Context: an optimization exercise on an open-source flow, tuned for small area, a short achievable clock period and few clock cycles per item. The choices shown serve that exercise and are no tape-out recipe.
The RTL was checked by simulation tests, not by an equivalence proof against the original design.

==> build 80 <==
==> flow/design.v <==
module mf_median (
    input  wire               clk,
    input  wire               rst,         
    input  wire               in_valid,
    output wire               in_ready,
    input  wire signed [31:0] in_value,
    input  wire               in_missing,
    input  wire               in_clear,    
    input  wire        [3:0]  in_m,        
    output reg                out_valid,
    output reg                out_missing,
    output reg  signed [32:0] out_med2     
);
    localparam L = 15;
    integer i, w;
    assign in_ready = 1'b1;
    function le_s(input [31:0] a, input [31:0] b);
        reg [31:0] g, p, na;
        integer w, k;
        begin
            na = ~a;
            g  = b & na;
            p  = b | na;
            g[31] = ~b[31] & a[31];
            p[31] = ~b[31] | a[31];
            for (w = 1; w < 32; w = w * 2)
                for (k = 0; k + w < 32; k = k + 2 * w) begin
                    g[k] = g[k+w] | (p[k+w] & g[k]);
                    p[k] = p[k+w] & p[k];
                end
            le_s = g[0] | p[0];
        end
    endfunction
    function lt4(input [3:0] a, input [3:0] b);
        begin
            lt4 = (~a[3] & b[3]) |
                  (~(a[3] ^ b[3]) & ((~a[2] & b[2]) |
                  (~(a[2] ^ b[2]) & ((~a[1] & b[1]) |
                  (~(a[1] ^ b[1]) & ~a[0] & b[0])))));
        end
    endfunction
    function [15:0] therm16(input [15:0] x);
        reg [15:0] s;
        reg        t;
        begin
            s = x;
            t = s[0]; s[0] = t | s[1]; s[1] = t & s[1];
            t = s[2]; s[2] = t | s[3]; s[3] = t & s[3];
            t = s[0]; s[0] = t | s[2]; s[2] = t & s[2];
            t = s[1]; s[1] = t | s[3]; s[3] = t & s[3];
            t = s[1]; s[1] = t | s[2]; s[2] = t & s[2];
            t = s[4]; s[4] = t | s[5]; s[5] = t & s[5];
            t = s[6]; s[6] = t | s[7]; s[7] = t & s[7];
            t = s[4]; s[4] = t | s[6]; s[6] = t & s[6];
            t = s[5]; s[5] = t | s[7]; s[7] = t & s[7];
            t = s[5]; s[5] = t | s[6]; s[6] = t & s[6];
            t = s[0]; s[0] = t | s[4]; s[4] = t & s[4];
            t = s[2]; s[2] = t | s[6]; s[6] = t & s[6];
            t = s[2]; s[2] = t | s[4]; s[4] = t & s[4];
            t = s[1]; s[1] = t | s[5]; s[5] = t & s[5];
            t = s[3]; s[3] = t | s[7]; s[7] = t & s[7];
            t = s[3]; s[3] = t | s[5]; s[5] = t & s[5];
            t = s[1]; s[1] = t | s[2]; s[2] = t & s[2];
            t = s[3]; s[3] = t | s[4]; s[4] = t & s[4];
            t = s[5]; s[5] = t | s[6]; s[6] = t & s[6];
            t = s[8]; s[8] = t | s[9]; s[9] = t & s[9];
            t = s[10]; s[10] = t | s[11]; s[11] = t & s[11];
            t = s[8]; s[8] = t | s[10]; s[10] = t & s[10];
            t = s[9]; s[9] = t | s[11]; s[11] = t & s[11];
            t = s[9]; s[9] = t | s[10]; s[10] = t & s[10];
            t = s[12]; s[12] = t | s[13]; s[13] = t & s[13];
            t = s[14]; s[14] = t | s[15]; s[15] = t & s[15];
            t = s[12]; s[12] = t | s[14]; s[14] = t & s[14];
            t = s[13]; s[13] = t | s[15]; s[15] = t & s[15];
            t = s[13]; s[13] = t | s[14]; s[14] = t & s[14];
            t = s[8]; s[8] = t | s[12]; s[12] = t & s[12];
            t = s[10]; s[10] = t | s[14]; s[14] = t & s[14];
            t = s[10]; s[10] = t | s[12]; s[12] = t & s[12];
            t = s[9]; s[9] = t | s[13]; s[13] = t & s[13];
            t = s[11]; s[11] = t | s[15]; s[15] = t & s[15];
            t = s[11]; s[11] = t | s[13]; s[13] = t & s[13];
            t = s[9]; s[9] = t | s[10]; s[10] = t & s[10];
            t = s[11]; s[11] = t | s[12]; s[12] = t & s[12];
            t = s[13]; s[13] = t | s[14]; s[14] = t & s[14];
            t = s[0]; s[0] = t | s[8]; s[8] = t & s[8];
            t = s[4]; s[4] = t | s[12]; s[12] = t & s[12];
            t = s[4]; s[4] = t | s[8]; s[8] = t & s[8];
            t = s[2]; s[2] = t | s[10]; s[10] = t & s[10];
            t = s[6]; s[6] = t | s[14]; s[14] = t & s[14];
            t = s[6]; s[6] = t | s[10]; s[10] = t & s[10];
            t = s[2]; s[2] = t | s[4]; s[4] = t & s[4];
            t = s[6]; s[6] = t | s[8]; s[8] = t & s[8];
            t = s[10]; s[10] = t | s[12]; s[12] = t & s[12];
            t = s[1]; s[1] = t | s[9]; s[9] = t & s[9];
            t = s[5]; s[5] = t | s[13]; s[13] = t & s[13];
            t = s[5]; s[5] = t | s[9]; s[9] = t & s[9];
            t = s[3]; s[3] = t | s[11]; s[11] = t & s[11];
            t = s[7]; s[7] = t | s[15]; s[15] = t & s[15];
            t = s[7]; s[7] = t | s[11]; s[11] = t & s[11];
            t = s[3]; s[3] = t | s[5]; s[5] = t & s[5];
            t = s[7]; s[7] = t | s[9]; s[9] = t & s[9];
            t = s[11]; s[11] = t | s[13]; s[13] = t & s[13];
            t = s[1]; s[1] = t | s[2]; s[2] = t & s[2];
            t = s[3]; s[3] = t | s[4]; s[4] = t & s[4];
            t = s[5]; s[5] = t | s[6]; s[6] = t & s[6];
            t = s[7]; s[7] = t | s[8]; s[8] = t & s[8];
            t = s[9]; s[9] = t | s[10]; s[10] = t & s[10];
            t = s[11]; s[11] = t | s[12]; s[12] = t & s[12];
            t = s[13]; s[13] = t | s[14]; s[14] = t & s[14];
            therm16 = s;
        end
    endfunction
    reg               a_valid;
    reg signed [31:0] a_value;
    reg               a_missing, a_clear;
    reg        [3:0]  a_m;
    always @(posedge clk) begin
        a_valid   <= in_valid & ~rst;
        a_value   <= in_value;
        a_missing <= in_missing;
        a_clear   <= in_clear;
        a_m       <= in_m;
    end
    reg signed [31:0] hv [0:L-1];     
    reg signed [31:0] hv_last;        
    reg        [L-1:0] hp;            
    reg        [3:0]  pos [0:L-1];    
    reg        [3:0]  np;             
    reg        [L-1:0] mem;           
    wire [3:0] m_eff = (a_m == 4'd0) ? 4'd1 : a_m;
    reg [15:0] le_v;
    always @* begin
        le_v = 16'd0;
        for (i = 0; i < L-1; i = i + 1)
            le_v[i] = hp[i] & le_s(hv[i], a_value);
    end
    wire [15:0] th = therm16(le_v);
    reg  [L-1:0] lt_new, eq_new;
    always @* begin
        for (i = 0; i < L; i = i + 1) begin
            if (a_missing) begin
                lt_new[i] = (i < L-1);
                eq_new[i] = (i == L-1);
            end else if (a_clear) begin
                lt_new[i] = 1'b0;
                eq_new[i] = (i == 0);
            end else begin
                lt_new[i] = th[i];
                eq_new[i] = ((i == 0) ? 1'b1 : th[i-1]) & ~th[i];
            end
        end
    end
    reg [L-1:0] ge_d;
    always @* begin
        ge_d[0] = (pos[0] == 4'd14);
        for (i = 1; i < L; i = i + 1)
            ge_d[i] = ge_d[i-1] | (pos[i] == 4'd14);
    end
    wire [3:0] np_kept = a_clear ? 4'd0 : np - {3'd0, hp[L-1]};
    wire [3:0] np_n    = np_kept + {3'd0, ~a_missing};
    reg [3:0]   q  [0:L-2];
    reg [L-2:0] uq;
    reg [L-1:0] u;
    reg [3:0]   pos_n [0:L-1];
    reg [L-1:0] mem_n;
    always @* begin
        for (i = 0; i < L; i = i + 1)
            u[i] = lt4(pos[i], m_eff - 4'd1);
        for (i = 0; i < L-1; i = i + 1) begin
            q[i]  = ge_d[i] ? pos[i+1] : pos[i];
            uq[i] = ge_d[i] ? u[i+1] : u[i];
        end
        for (i = 0; i < L; i = i + 1) begin
            if (lt_new[i]) begin
                pos_n[i] = q[i] + 4'd1;
                mem_n[i] = uq[i];
            end else if (eq_new[i]) begin
                pos_n[i] = 4'd0;
                mem_n[i] = 1'b1;
            end else begin
                pos_n[i] = q[i-1] + 4'd1;
                mem_n[i] = uq[i-1];
            end
            mem_n[i] = mem_n[i] & (i < np_n);
        end
    end
    wire [L-1:0] hp_n = {hp[L-2:0] & {(L-1){~a_clear}}, ~a_missing};
    reg  [3:0]   n_next;
    always @* begin
        n_next = 4'd0;
        for (i = 0; i < L; i = i + 1)
            n_next = n_next + {3'd0, hp_n[i] & (i < m_eff)};
    end
    reg               b_valid, b_missing;
    reg        [3:0]  b_klo, b_khi;     
    always @(posedge clk) begin
        if (rst) begin
            b_valid <= 1'b0;
            hp      <= {L{1'b0}};
            np      <= 4'd0;
        end else begin
            b_valid <= a_valid;
            if (a_valid) begin
                hp <= hp_n;
                np <= np_n;
            end
        end
    end
    always @(posedge clk) begin
        if (a_valid) begin
            hv[0] <= a_value;
            for (i = 1; i < L; i = i + 1)
                hv[i] <= hv[i-1];
            for (i = 0; i < L; i = i + 1)
                pos[i] <= pos_n[i];
        end
        hv_last   <= hv[L-1];
        mem       <= mem_n;
        b_missing <= a_missing;
        b_klo     <= (n_next - 4'd1) >> 1;
        b_khi     <= n_next >> 1;
    end
    reg [3:0] inc [0:L-1];      
    always @* begin
        for (i = 0; i < L; i = i + 1)
            inc[i] = {3'd0, mem[i]};
        for (w = 1; w < 16; w = w * 2)
            for (i = 0; i < L; i = i + 1)
                if ((i / w) % 2 == 1)
                    inc[i] = inc[i] + inc[(i / w) * w - 1];
    end
    reg [3:0] p_lo, p_hi;
    always @* begin
        p_lo = 4'd0;
        p_hi = 4'd0;
        for (i = 0; i < L; i = i + 1) begin
            if (mem[i] && ((i == 0) ? 4'd0 : inc[i-1]) == b_klo) p_lo = p_lo | pos[i];
            if (mem[i] && ((i == 0) ? 4'd0 : inc[i-1]) == b_khi) p_hi = p_hi | pos[i];
        end
    end
    wire [3:0] s_lo = p_lo + {3'd0, a_valid};
    wire [3:0] s_hi = p_hi + {3'd0, a_valid};
    reg       c_valid, c_missing;
    reg [3:0] c_lo, c_hi;
    always @(posedge clk) begin
        if (rst) c_valid <= 1'b0;
        else     c_valid <= b_valid;
        c_missing <= b_missing;
        c_lo      <= s_lo;
        c_hi      <= s_hi;
    end
    wire [3:0] i_lo = c_lo;
    wire [3:0] i_hi = c_hi;
    reg signed [31:0] lo_v, hi_v;
    always @* begin
        lo_v = 32'sd0;
        hi_v = 32'sd0;
        for (i = 0; i < L; i = i + 1) begin
            if (i_lo == i) lo_v = lo_v | hv[i];
            if (i_hi == i) hi_v = hi_v | hv[i];
        end
        if (i_lo == L) lo_v = lo_v | hv_last;
        if (i_hi == L) hi_v = hi_v | hv_last;
    end
    always @(posedge clk) begin
        if (rst) out_valid <= 1'b0;
        else     out_valid <= c_valid;
        out_missing <= c_missing;
        out_med2    <= {lo_v[31], lo_v} + {hi_v[31], hi_v};
    end
endmodule
==> flow/flow/run.sh <==
#!/bin/bash
# The standard layout (the standard.sh: ORFS synthesis through finish), with
# ORFS's repair_timing asked to leave a setup margin, so that it sizes and
# buffers the layout for a shorter achieved period than the 25 ns clock asks for,
# and allowed to resize cells to other footprints. The clock, the I/O delays and
# every other constraint are the design's own. make's output goes to standard.log,
# each ORFS step's to its own log under orfs/logs.
set -euo pipefail
bash standard.sh SETUP_SLACK_MARGIN=19.3 MATCH_CELL_FOOTPRINT=0 finish > standard.log 2>&1
==> flow/standard.sh <==
#!/bin/bash
# synth_recipe.tcl (not shown) runs the flow's synth.tcl, then flattens the netlist and writes it again
# the make line also repeats each setting of config.mk as NAME=value (left out here)
make -C /OpenROAD-flow-scripts/flow DESIGN_CONFIG=/design/flow/config.mk WORK_HOME=/design/flow/orfs CLKGATE_MAP_FILE= SYNTH_SCRIPT=/design/flow/synth_recipe.tcl "${@:-finish}"
==> flow/config.mk <==
export PLATFORM = sky130hd
export DESIGN_NAME = mf_median
export DESIGN_NICKNAME = mf_median
export VERILOG_FILES = /design/flow/design.v
export SDC_FILE = /design/flow/constraint.sdc
export NUM_CORES = 4
export LEC_CHECK = 0
export CAP_MARGIN = 20
export CORE_MARGIN = 2
export CORE_UTILIZATION = 55
export CTS_BUF_LIST = sky130_fd_sc_hd__clkbuf_8
export PLACE_DENSITY = 0.65
export SLEW_MARGIN = 20
==> flow/constraint.sdc <==
create_clock -name core_clock -period 25.0 [get_ports {clk}]
set_input_delay 5.0000 -clock core_clock [delete_from_list [all_inputs] [get_ports {clk}]]
set_output_delay 5.0000 -clock core_clock [all_outputs]
set_load 0.01 [all_outputs]
==> trial 85: changes against build 80 <==
--- a/flow/flow/run.sh
+++ b/flow/flow/run.sh
@@ -7,3 +7,3 @@
 # each ORFS step's to its own log under orfs/logs.
 set -euo pipefail
-bash standard.sh SETUP_SLACK_MARGIN=19.3 MATCH_CELL_FOOTPRINT=0 finish > standard.log 2>&1
+bash standard.sh SETUP_SLACK_MARGIN=19.0 MATCH_CELL_FOOTPRINT=0 finish > standard.log 2>&1
--- a/flow/config.mk
+++ b/flow/config.mk
@@ -8,6 +8,8 @@
 export CAP_MARGIN = 20
 export CORE_MARGIN = 2
-export CORE_UTILIZATION = 55
-export CTS_BUF_LIST = sky130_fd_sc_hd__clkbuf_8
-export PLACE_DENSITY = 0.65
+export CORE_UTILIZATION = 65
+export CTS_BUF_LIST = sky130_fd_sc_hd__clkbuf_16
+export CTS_CLUSTER_DIAMETER = 100
+export CTS_CLUSTER_SIZE = 20
+export PLACE_DENSITY = 0.72
 export SLEW_MARGIN = 20
==> build 73: changes against build 80 <==
--- a/flow/design.v
+++ b/flow/design.v
@@ -16,18 +16,17 @@
     assign in_ready = 1'b1;
     function le_s(input [31:0] a, input [31:0] b);
-        reg [31:0] g, p, na;
+        reg [31:0] lt, gt;
         integer w, k;
         begin
-            na = ~a;
-            g  = b & na;
-            p  = b | na;
-            g[31] = ~b[31] & a[31];
-            p[31] = ~b[31] | a[31];
+            lt = ~a & b;
+            gt = a & ~b;
+            lt[31] = a[31] & ~b[31];
+            gt[31] = ~a[31] & b[31];
             for (w = 1; w < 32; w = w * 2)
                 for (k = 0; k + w < 32; k = k + 2 * w) begin
-                    g[k] = g[k+w] | (p[k+w] & g[k]);
-                    p[k] = p[k+w] & p[k];
+                    lt[k] = lt[k+w] | (~gt[k+w] & lt[k]);
+                    gt[k] = gt[k+w] | (~lt[k+w] & gt[k]);
                 end
-            le_s = g[0] | p[0];
+            le_s = ~gt[0];
         end
     endfunction
@@ -122,6 +121,5 @@
         a_m       <= in_m;
     end
-    reg signed [31:0] hv [0:L-1];     
-    reg signed [31:0] hv_last;        
+    reg signed [31:0] hv [0:L];       
     reg        [L-1:0] hp;            
     reg        [3:0]  pos [0:L-1];    
@@ -210,10 +208,9 @@
         if (a_valid) begin
             hv[0] <= a_value;
-            for (i = 1; i < L; i = i + 1)
+            for (i = 1; i <= L; i = i + 1)
                 hv[i] <= hv[i-1];
             for (i = 0; i < L; i = i + 1)
                 pos[i] <= pos_n[i];
         end
-        hv_last   <= hv[L-1];
         mem       <= mem_n;
         b_missing <= a_missing;
@@ -230,16 +227,14 @@
                     inc[i] = inc[i] + inc[(i / w) * w - 1];
     end
-    reg [3:0] p_lo, p_hi;
-    always @* begin
-        p_lo = 4'd0;
-        p_hi = 4'd0;
+    reg [3:0] s_lo, s_hi;
+    always @* begin
+        s_lo = 4'd0;
+        s_hi = 4'd0;
         for (i = 0; i < L; i = i + 1) begin
-            if (mem[i] && ((i == 0) ? 4'd0 : inc[i-1]) == b_klo) p_lo = p_lo | pos[i];
-            if (mem[i] && ((i == 0) ? 4'd0 : inc[i-1]) == b_khi) p_hi = p_hi | pos[i];
-        end
-    end
-    wire [3:0] s_lo = p_lo + {3'd0, a_valid};
-    wire [3:0] s_hi = p_hi + {3'd0, a_valid};
-    reg       c_valid, c_missing;
+            if (mem[i] && ((i == 0) ? 4'd0 : inc[i-1]) == b_klo) s_lo = s_lo | pos[i];
+            if (mem[i] && ((i == 0) ? 4'd0 : inc[i-1]) == b_khi) s_hi = s_hi | pos[i];
+        end
+    end
+    reg       c_valid, c_missing, c_sh;
     reg [3:0] c_lo, c_hi;
     always @(posedge clk) begin
@@ -247,19 +242,18 @@
         else     c_valid <= b_valid;
         c_missing <= b_missing;
+        c_sh      <= a_valid;         
         c_lo      <= s_lo;
         c_hi      <= s_hi;
     end
-    wire [3:0] i_lo = c_lo;
-    wire [3:0] i_hi = c_hi;
+    wire [3:0] i_lo = c_lo + {3'd0, c_sh};
+    wire [3:0] i_hi = c_hi + {3'd0, c_sh};
     reg signed [31:0] lo_v, hi_v;
     always @* begin
         lo_v = 32'sd0;
         hi_v = 32'sd0;
-        for (i = 0; i < L; i = i + 1) begin
+        for (i = 0; i <= L; i = i + 1) begin
             if (i_lo == i) lo_v = lo_v | hv[i];
             if (i_hi == i) hi_v = hi_v | hv[i];
         end
-        if (i_lo == L) lo_v = lo_v | hv_last;
-        if (i_hi == L) hi_v = hi_v | hv_last;
     end
     always @(posedge clk) begin
==> flow/run.sh (new file) <==
#!/bin/bash
# synth_recipe.tcl (not shown) runs the flow's synth.tcl, then flattens the netlist and writes it again
# the make line also repeats each setting of config.mk as NAME=value (left out here)
make -C /OpenROAD-flow-scripts/flow DESIGN_CONFIG=/design/flow/config.mk WORK_HOME=/design/flow/orfs CLKGATE_MAP_FILE= SYNTH_SCRIPT=/design/flow/synth_recipe.tcl finish
--- a/flow/config.mk
+++ b/flow/config.mk
@@ -8,6 +8,5 @@
 export CAP_MARGIN = 20
 export CORE_MARGIN = 2
-export CORE_UTILIZATION = 55
-export CTS_BUF_LIST = sky130_fd_sc_hd__clkbuf_8
-export PLACE_DENSITY = 0.65
+export CORE_UTILIZATION = 25
+export PLACE_DENSITY = 0.45
 export SLEW_MARGIN = 20
removed: flow/flow/run.sh
removed: flow/standard.sh
==> results.cfg <==
[outcome]
status = complete, no violations

[placed_design]
dp_slack_ns = 18.52
routabilityCongestion = 1.06

[critical_path]
slowest_stage = dfxtp_2
endpoint = out_valid
r2r_slack_ns = 19.34
slowest_delay_ns = 0.32

[floorplan]
die_w_um = 279
start_util_pct = 55.7
fp.dieH_um = 279

[global_route]
use_met3_pct = 18.4
grt_use_total_pct = 43.9

[clock_network]
cts_root_buffer = clkbuf_8

[sta]
fin_crit_ns = 6.20

[cells_and_area]
area_growth_syn_to_layout_pct = 11.6
n_clock_buffer = 133
Source of the figures above: build 80

==> results.cfg <==
[outcome]
status = complete, no violations

[global_route]
grt_use_total_pct = 48.8
use_met3_pct = 22.2

[critical_path]
slowest_delay_ns = 0.36

[placed_design]
dp_slack_ns = 18.66

[cells_and_area]
area_growth_syn_to_layout_pct = 8.06
n_clock_buffer = 42

[floorplan]
die_w_um = 257
start_util_pct = 65.8
fp.dieH_um = 257

[clock_network]
cts_root_buffer = clkbuf_16
Source of the figures above: trial 85

==> results.cfg <==
[critical_path]
endpoint = out_med2[32]
slowest_stage = nor3_2
r2r_slack_ns = 18.08

[floorplan]
start_util_pct = 25.1
fp.dieH_um = 427
die_w_um = 427

[clock_network]
cts_root_buffer = clkbuf_16

[cells_and_area]
n_clock_buffer = 117

[sta]
fin_crit_ns = 6.92

[route]
wl_per_cell_um = 29.2

[global_route]
grt_use_total_pct = 21.1
use_met3_pct = 4.75

[placed_design]
routabilityCongestion = 0.950
dp_slack_ns = 18.27

[outcome]
status = complete, no violations
Source of the figures above: build 73

Testbench counts of build 80, summed over its fixed seeds: cycles 32,032, items 32,000.
Testbench counts of trial 85, summed over its fixed seeds: cycles 32,032, items 32,000.
Testbench counts of build 73, summed over its fixed seeds: cycles 32,032, items 32,000.

what the ideal ports hide:
The flow's constraints put no driver on any port. The routed layouts listed below were extracted and timed again, unchanged, in two steps.
Step 1 assumes that a clkbuf_16 drives the clock port and a buf_2 every other input.
Step 2 times the ports against the registers' clock, not the clock port: input delays grow and output delays shrink by t, the midpoint of the rising clock arrivals with the driver on.
Slacks: no drivers / after step 1 / after step 2; pairs: no drivers / after step 1.
| run | shift t [ns] | slack for setup (ns) | hold WS [ns] | worst setup path after step 2 | worst slew at a driven data input, ns |
|---|---|---|---|---|---|
| build 80 | 0.823 | 18.798 / 18.733 / 18.906 | 0.331 / 0.331 / 0.331 | input to register | 0.08 |
| trial 85 | 0.694 | 18.886 / 18.818 / 18.623 | 0.333 / 0.333 / 0.333 | input to register | 0.05 |
| build 73 | 0.789 | 18.079 / 18.079 / 18.079 | 0.324 / 0.324 / 0.324 | register to register | 0.08 |
After both steps every run listed still meets setup and hold. The setup slack of trial 85, which loses most, moves by -0.068 ns with the drivers and by -0.263 ns with both steps.
